This is an optimization exercise on Yosys and OpenROAD, whose aim is small area, not a production implementation. Function was checked by simulation only, so behaviour that the tests miss may differ from the original. Power figures rest on the tool's default switching activity, not on a simulated workload.

==> flow/design.v <==
module ls_solver (
    input  wire         clk,
    input  wire         rst,             
    input  wire         start,
    input  wire [11:0]  start_first,     
    input  wire [11:0]  start_count,     
    input  wire [15:0]  start_max_run,   
    input  wire         abort,
    input  wire         clear,           
    output wire [11:0]  node_addr,
    input  wire [255:0] nodes,           
    input  wire         win_en,
    input  wire         win_we,
    input  wire [3:0]   win_addr,
    input  wire [7:0]   win_wdata,
    output reg  [7:0]   win_rdata,
    output reg          busy,
    output reg          done,
    output reg          fault,
    output reg          aborted,
    output reg  [7:0]   fcode,
    output reg  [15:0]  last_clocks,
    output reg  [31:0]  fault_count,
    output reg  [3:0]   err,             
    input  wire [3:0]   err_clr          
);
    localparam BITS = 128;
    localparam OP_NOP  = 6'h00;
    localparam OP_AND  = 6'h01;
    localparam OP_OR   = 6'h02;
    localparam OP_XOR  = 6'h03;
    localparam OP_MOV  = 6'h04;
    localparam OP_SET  = 6'h05;
    localparam OP_RST  = 6'h06;
    localparam OP_SR   = 6'h07;
    localparam OP_RS   = 6'h08;
    localparam OP_EDGE = 6'h09;
    localparam FC_BADOP    = 8'h01;
    localparam FC_ADDR     = 8'h02;
    localparam FC_OVERTIME = 8'h05;
    reg [BITS-1:0] bf;
    wire [BITS-1:0] bfv = {bf[BITS-1:1], 1'b0};    
    reg [11:0] cur_addr;      
    reg [11:0] remaining;     
    reg [15:0] clocks;        
    reg [15:0] max_run;
    assign node_addr = cur_addr;
    reg [BITS-1:0] bf_eval;   
    reg            node_fault;
    reg [7:0]      node_fcode;
    integer k;
    reg [63:0] n;
    reg [5:0]  op;
    reg        ia, ib, ir;
    reg [17:0] fa, fb, fd;
    reg        av, bv, dv, oldb, r;
    reg        use_b, use_ad;
    always @* begin
        bf_eval    = bfv;
        node_fault = 1'b0;
        node_fcode = 8'h00;
        for (k = 0; k < 4; k = k + 1) begin
            n  = nodes[64*k +: 64];
            op = n[63:58];
            ia = n[57];
            ib = n[56];
            ir = n[55];
            fa = n[53:36];
            fb = n[35:18];
            fd = n[17:0];
            use_ad = (op != OP_NOP);
            use_b  = !(op == OP_NOP || op == OP_MOV || op == OP_SET || op == OP_RST);
            av   = (fa < BITS) ? bfv[fa[6:0]] ^ ia : 1'b0;
            oldb = (fb < BITS) ? bfv[fb[6:0]] : 1'b0;
            bv   = oldb ^ ib;
            dv   = (fd < BITS) ? bfv[fd[6:0]] : 1'b0;
            if (!node_fault) begin
                if (op > OP_EDGE) begin
                    node_fault = 1'b1;
                    node_fcode = FC_BADOP;
                end else if (use_ad && (fa >= BITS || fd >= BITS || (use_b && fb >= BITS))) begin
                    node_fault = 1'b1;
                    node_fcode = FC_ADDR;
                end
            end
            case (op)
                OP_AND:  r = (av & bv) ^ ir;
                OP_OR:   r = (av | bv) ^ ir;
                OP_XOR:  r = av ^ bv ^ ir;
                OP_MOV:  r = av ^ ir;
                OP_SET:  r = dv | av;
                OP_RST:  r = dv & ~av;
                OP_SR:   r = av | (dv & ~bv);
                OP_RS:   r = ~bv & (av | dv);
                OP_EDGE: r = av & ~oldb;
                default: r = 1'b0;
            endcase
            if (op == OP_EDGE && fb < BITS)
                bf_eval[fb[6:0]] = av;
            if (op >= OP_AND && op <= OP_EDGE && fd < BITS)
                bf_eval[fd[6:0]] = r;
        end
        bf_eval[0] = 1'b0;    
    end
    wire start_bad   = start && (start_count == 12'd0);
    wire start_busy  = start && !start_bad && busy;
    wire start_ok    = start && !start_bad && !busy;
    wire overtime    = (clocks + 16'd1) > max_run;
    wire end_fault   = busy && (node_fault || overtime);
    wire end_done    = busy && !end_fault && (remaining == 12'd1);
    wire end_abort   = busy && abort && !end_fault && !end_done;
    wire run_ends    = end_fault || end_done || end_abort;
    wire win_busy    = (win_en || clear) && busy;
    always @(posedge clk) begin
        if (rst) begin
            busy        <= 1'b0;
            done        <= 1'b0;
            fault       <= 1'b0;
            aborted     <= 1'b0;
            fcode       <= 8'h00;
            last_clocks <= 16'h0000;
            fault_count <= 32'h0000_0000;
            err         <= 4'h0;
            cur_addr    <= 12'h000;
            remaining   <= 12'h000;
            clocks      <= 16'h0000;
            max_run     <= 16'h0000;
        end else begin
            err <= (err & ~err_clr)
                 | {start_bad, abort && (!busy || end_fault || end_done), start_busy, win_busy};
            if (start_ok) begin
                busy      <= 1'b1;
                done      <= 1'b0;
                cur_addr  <= start_first;
                remaining <= start_count;
                clocks    <= 16'h0000;
                max_run   <= start_max_run;
            end else if (busy) begin
                cur_addr  <= cur_addr + 12'd1;
                remaining <= remaining - 12'd1;
                clocks    <= clocks + 16'd1;
                if (run_ends) begin
                    busy    <= 1'b0;
                    done    <= end_done;
                    fault   <= end_fault;
                    aborted <= end_abort;
                end
                if (end_done)
                    last_clocks <= clocks + 16'd1;
                if (end_fault) begin
                    fcode <= node_fault ? node_fcode : FC_OVERTIME;
                    if (fault_count != 32'hFFFF_FFFF)
                        fault_count <= fault_count + 32'd1;
                end
            end
        end
    end
    always @(posedge clk) begin
        if (busy) begin
            if (!end_fault)
                bf <= bf_eval;
        end else if (clear) begin
            bf <= {BITS{1'b0}};
        end else if (win_en && win_we) begin
            bf[{win_addr, 3'b000} +: 8] <= (win_addr == 4'd0) ? {win_wdata[7:1], 1'b0}
                                                             : win_wdata;
        end
    end
    always @(posedge clk) begin
        if (win_en && !win_we)
            win_rdata <= busy ? 8'h00 : bfv[{win_addr, 3'b000} +: 8];
    end
endmodule
==> flow/run.sh <==
#!/bin/bash
# synth_recipe.tcl (not shown) runs the flow's synth.tcl, then flattens the netlist and writes it again
# the make line also repeats each setting of config.mk as NAME=value (left out here)
make -C /OpenROAD-flow-scripts/flow DESIGN_CONFIG=/design/flow/config.mk WORK_HOME=/design/flow/orfs CLKGATE_MAP_FILE= SYNTH_SCRIPT=/design/flow/synth_recipe.tcl finish
==> flow/config.mk <==
export PLATFORM = sky130hd
export DESIGN_NAME = ls_solver
export DESIGN_NICKNAME = ls_solver
export VERILOG_FILES = /design/flow/design.v
export SDC_FILE = /design/flow/constraint.sdc
export NUM_CORES = 4
export LEC_CHECK = 0
export CAP_MARGIN = 20
export CELL_PAD_IN_SITES_DETAIL_PLACEMENT = 2
export CELL_PAD_IN_SITES_GLOBAL_PLACEMENT = 4
export CORE_MARGIN = 2
export CORE_UTILIZATION = 15
export PLACE_DENSITY = 0.3
export SLEW_MARGIN = 20
==> flow/constraint.sdc <==
create_clock -name core_clock -period 12.0 [get_ports {clk}]
set_input_delay 2.4000 -clock core_clock [delete_from_list [all_inputs] [get_ports {clk}]]
set_output_delay 2.4000 -clock core_clock [all_outputs]
set_load 0.01 [all_outputs]
==> results_dict.tcl <==
set metrics [dict create \
    status "timing/DRC/antenna clean" \
    combPwrFrac_pct 59.9 \
    ys_seq_area_share_pct 12.9 \
    cp.required_ns 12.39 \
    seq_power_share_pct 19.3 \
    cts_resized 0 \
    grt_overflow 0 \
    max_slew_margin_pct 10.9 \
    io_pins 403 \
    area_growth_pct 25.9 \
    drtIter0Drc 8606 \
    hold_class "flip-flop to flip-flop" \
    cts.clk_slew.worst_paths_ns 0.06 \
    whs_path_depth 2 \
    yosysWarnings 1 \
    post_cts_buffers 0 \
    maxCapViolations 0 \
    p_switching_mw 3.40 \
    htree_num_levels 2 \
    ff2ff_path_depth 23 \
    netSwitchingFraction_pct 55.4 \
    syn-instance-count 6571 \
    synthArstFlopShare_pct 0 \
    drc_errors 0 \
    yosys-top-cells-area "mux4_2, edfxtp_1, nand2_1" \
    endpoint_kind "flip-flop" \
    die_h_um 577 \
    coreArea_um2 327000 \
    p_int_mw 2.74 \
    total_power_mw 6.15 \
    max_freq_mhz 97.1 \
    post-dp-hpwl_um 479000 \
    grt_pass1_wl_um 783000 \
    port-buffer-count 393 \
    crit_start "nodes[164]" \
    cts_root_buf "clkbuf_16" \
    synth_top_area_cell "mux4_2" \
    postSynthAreaPerCell_um2 7.50 \
    vias_per_cell 6.11 \
    die-area_um2 333000 \
    cts_hold_buf 0 \
    ir_drop_v 0.0000646 \
    grt_pass1_vias 68400 \
    crit_fanout 14 \
    period_needed_ns 10.30 \
    clkLatencyLatePin_ns 0.70 \
    fin_worst_skew_ns 0.0807 \
    dr_total_vias 69300 \
    startpoint_type "input port" \
    fin_tns_setup_ns 0 \
    clockPowerShare_pct 20.8 \
    synth_most_common_cell "nand2_1" \
    fin_util_pct 19.0 \
    rsz0062_at_grt "no" \
    die_w_um 577 \
    finalInstanceArea_um2 62000 \
    criticalPathCategory "input port to flip-flop" \
    cts_tree "done" \
    power.leakage_nw 19.4 \
    final_nets 7256 \
    dpl-instance-area_um2 60500 \
    synth-edff-count 135 \
    synth_cell_types 105 \
    r2r-start "bf[54]" \
    p_per_area_nw_per_um2 99.1 \
    clockBufferDepth 3 \
    finalHoldViolCount 0 \
    nFillCells 38000 \
    drive_above_1_share_pct 17.3 \
    grt.total_usage_pct 36.2 \
    finalMaxSlewViolations 0 \
    hold_start "max_run[15]" \
    ys.flop_type "edfxtp_1" \
    grt_max_degree 84 \
    r2r-end "bf[41]" \
    synth_top_cell_area_share_pct 15.9 \
    postRouteAntennaNets 0 \
    wl_per_cell_um 55.2 \
    dr.pass1.iters 6 \
    worst_slew_pin_slew_ns 1.33 \
    cts_sinks 250 \
    grt_antenna_before_repair 141 \
    cts_buffers 40 \
    fin_crit_sh_pct 85.8 \
    finalSetupViolCount 0 \
    ys_ff_latch 250 \
    syn_area_um2 49300 \
    initial_utilization_pct 15.1 \
    row_count 210 \
    gp_congestion 0.977 \
    arrival_ns 10.68 \
    reg2reg_setup_slack_ns 3.45 \
    yosys-top-cells-count "nand2_1, nor2_1, clkbuf_1" \
    holdPathEnd "max_run[15]" \
    routed_wl_um 626000 \
]
worst max path at each step:
stage | end | slack, ns | depth (start not counted)
after floorplan | bf[100] | 2.02 | 8
after global placement | bf[41] | 1.38 | 24
after detailed placement | bf[41] | 1.35 | 24
after CTS | bf[41] | 2.01 | 24
after global routing | bf[41] | 1.69 | 24
final | bf[41] | 1.70 | 24
metrics by stage:
step	hold slack, ns	setup WS [ns]	cells
4_1_cts	0.462	2.01	11300
6_report	0.458	1.70	11300
2_1_floorplan	0.436	2.02	6575
3_5_place_dp	0.453	1.35	11200
5_1_grt	0.490	1.69	11300
3_3_place_gp	0.446	1.38	11200
critical path, cell delays in order:
cell	delay (ns)
clkdlybuf4s50_1	1.07
buf_4	0.30
mux4_2	0.51
a22oi_1	0.17
a21oi_1	0.14
or4_1	0.67
or3_1	0.40
nand3_1	0.15
inv_1	0.08
ha_1	0.27
and2_1	0.17
or4bb_1	0.47
o221a_2	0.15
xnor2_1	0.16
a2bb2oi_1	0.22
nand3_1	0.23
a2111oi_4	0.25
buf_4	0.32
nor3_2	0.10
buf_4	0.27
a221oi_1	0.87
a21boi_0	0.50
o21ai_0	0.48
buf_4	0.27
flip-flops by register name, summed over array words and instances (netlist names):
register,count
fault,1
done,1
win_rdata,8
aborted,1
fcode,3
err,4
last_clocks,16
bf,127
clocks,16
busy,1
max_run,16
fault_count,32
cur_addr,12
remaining,12
final cells by class:
| type | instances | area, um2 | share of cell area (%) |
|---|---|---|---|
| sequential | 250 | 6360 | 10.3 |
| inverter | 104 | 390 | 0.629 |
| clock buffer | 59 | 1160 | 1.88 |
| clock inverter | 13 | 134 | 0.216 |
| multi-input combinational | 5521 | 40200 | 64.8 |
| antenna | 89 | 223 | 0.359 |
| tap | 4346 | 5440 | 8.77 |
| timing repair buffer | 958 | 8130 | 13.1 |
cell usage in the layout, fill, tap and decap left out, types with 45 or more instances in the layout:
cell / instances
a211oi_1: 120
a21oi_1: 419
a221oi_1: 65
a22oi_1: 140
a31oi_1: 135
a32oi_1: 87
and2_1: 72
and3_1: 83
buf_4: 560
clkdlybuf4s50_1: 368
dfxtp_1: 114
diode_2: 89
edfxtp_1: 135
ha_1: 62
inv_1: 95
mux2i_1: 260
mux4_2: 348
nand2_1: 756
nand2b_1: 79
nand3_1: 244
nand4_1: 53
nor2_1: 690
nor2b_1: 84
nor3_1: 154
nor4_1: 61
o211ai_1: 130
o21ai_0: 305
o221ai_1: 93
o22ai_1: 142
o31ai_1: 45
xor2_1: 59
logic make-up (layout without fill, tap and decap cells):
| group | after synthesis | after routing | synth area share (%) |
|---|---|---|---|
| compound gates | 2241 | 2241 | 31.9 |
| buf+inv | 804 | 1134 | 6.62 |
| simple gates | 2468 | 2468 | 23.1 |
| fa+ha+maj | 62 | 62 | 1.57 |
| other cells | 1 | 94 | 0.00761 |
| xor+xnor | 102 | 102 | 1.81 |
| flops | 250 | 250 | 12.9 |
| mux | 643 | 643 | 22.0 |
power by group through the flow:
stage | Sequential [mW] | Combinational, mW | Clock, mW
6_report | 1.19 | 3.68 | 1.28
5_1_grt | 1.18 | 3.64 | 1.34
4_1_cts | 1.18 | 3.54 | 1.33
3_5_place_dp | 1.20 | 3.53 | 0
3_3_place_gp | 1.20 | 3.51 | 0
2_1_floorplan | 1.11 | 1.42 | 0
layer usage:
| layer | track usage, % | vias up | part of all wire, % |
|---|---|---|---|
| li1 | - | 26500 | - |
| met1 | 47.2 | 37500 | 42 |
| met2 | 53.9 | 4279 | 42 |
| met3 | 7.92 | 992 | 7.9 |
| met4 | 22.5 | 36 | 7.2 |
| met5 | 0 | - | 0.038 |

-- afterwards: timing with drivers on the ports --
In the flow no input, the clock included, has a driving cell. The finished layout below was timed again as built, in two steps.
Step 1: set_driving_cell puts a clkbuf_16 on clk and a buf_2 on each other input, an assumption about the parent block.
Step 2, shift: input delay + t, output delay - t, t = (earliest + latest rising clock arrival at the registers) / 2. This alone moves slack from input paths to output paths.
Slacks: ideal ports / drivers / drivers and shift; pairs: ideal ports / drivers.
t, ns: 0.748
setup slack, ns: 1.705 / 1.771 / 1.023
worst setup path at the end: input to register
worst data-port slew with drivers (ns): 0.21
After both steps this run still meets setup and hold. For this run, drivers alone change the setup slack by +0.066 ns; drivers and shift together by -0.682 ns.
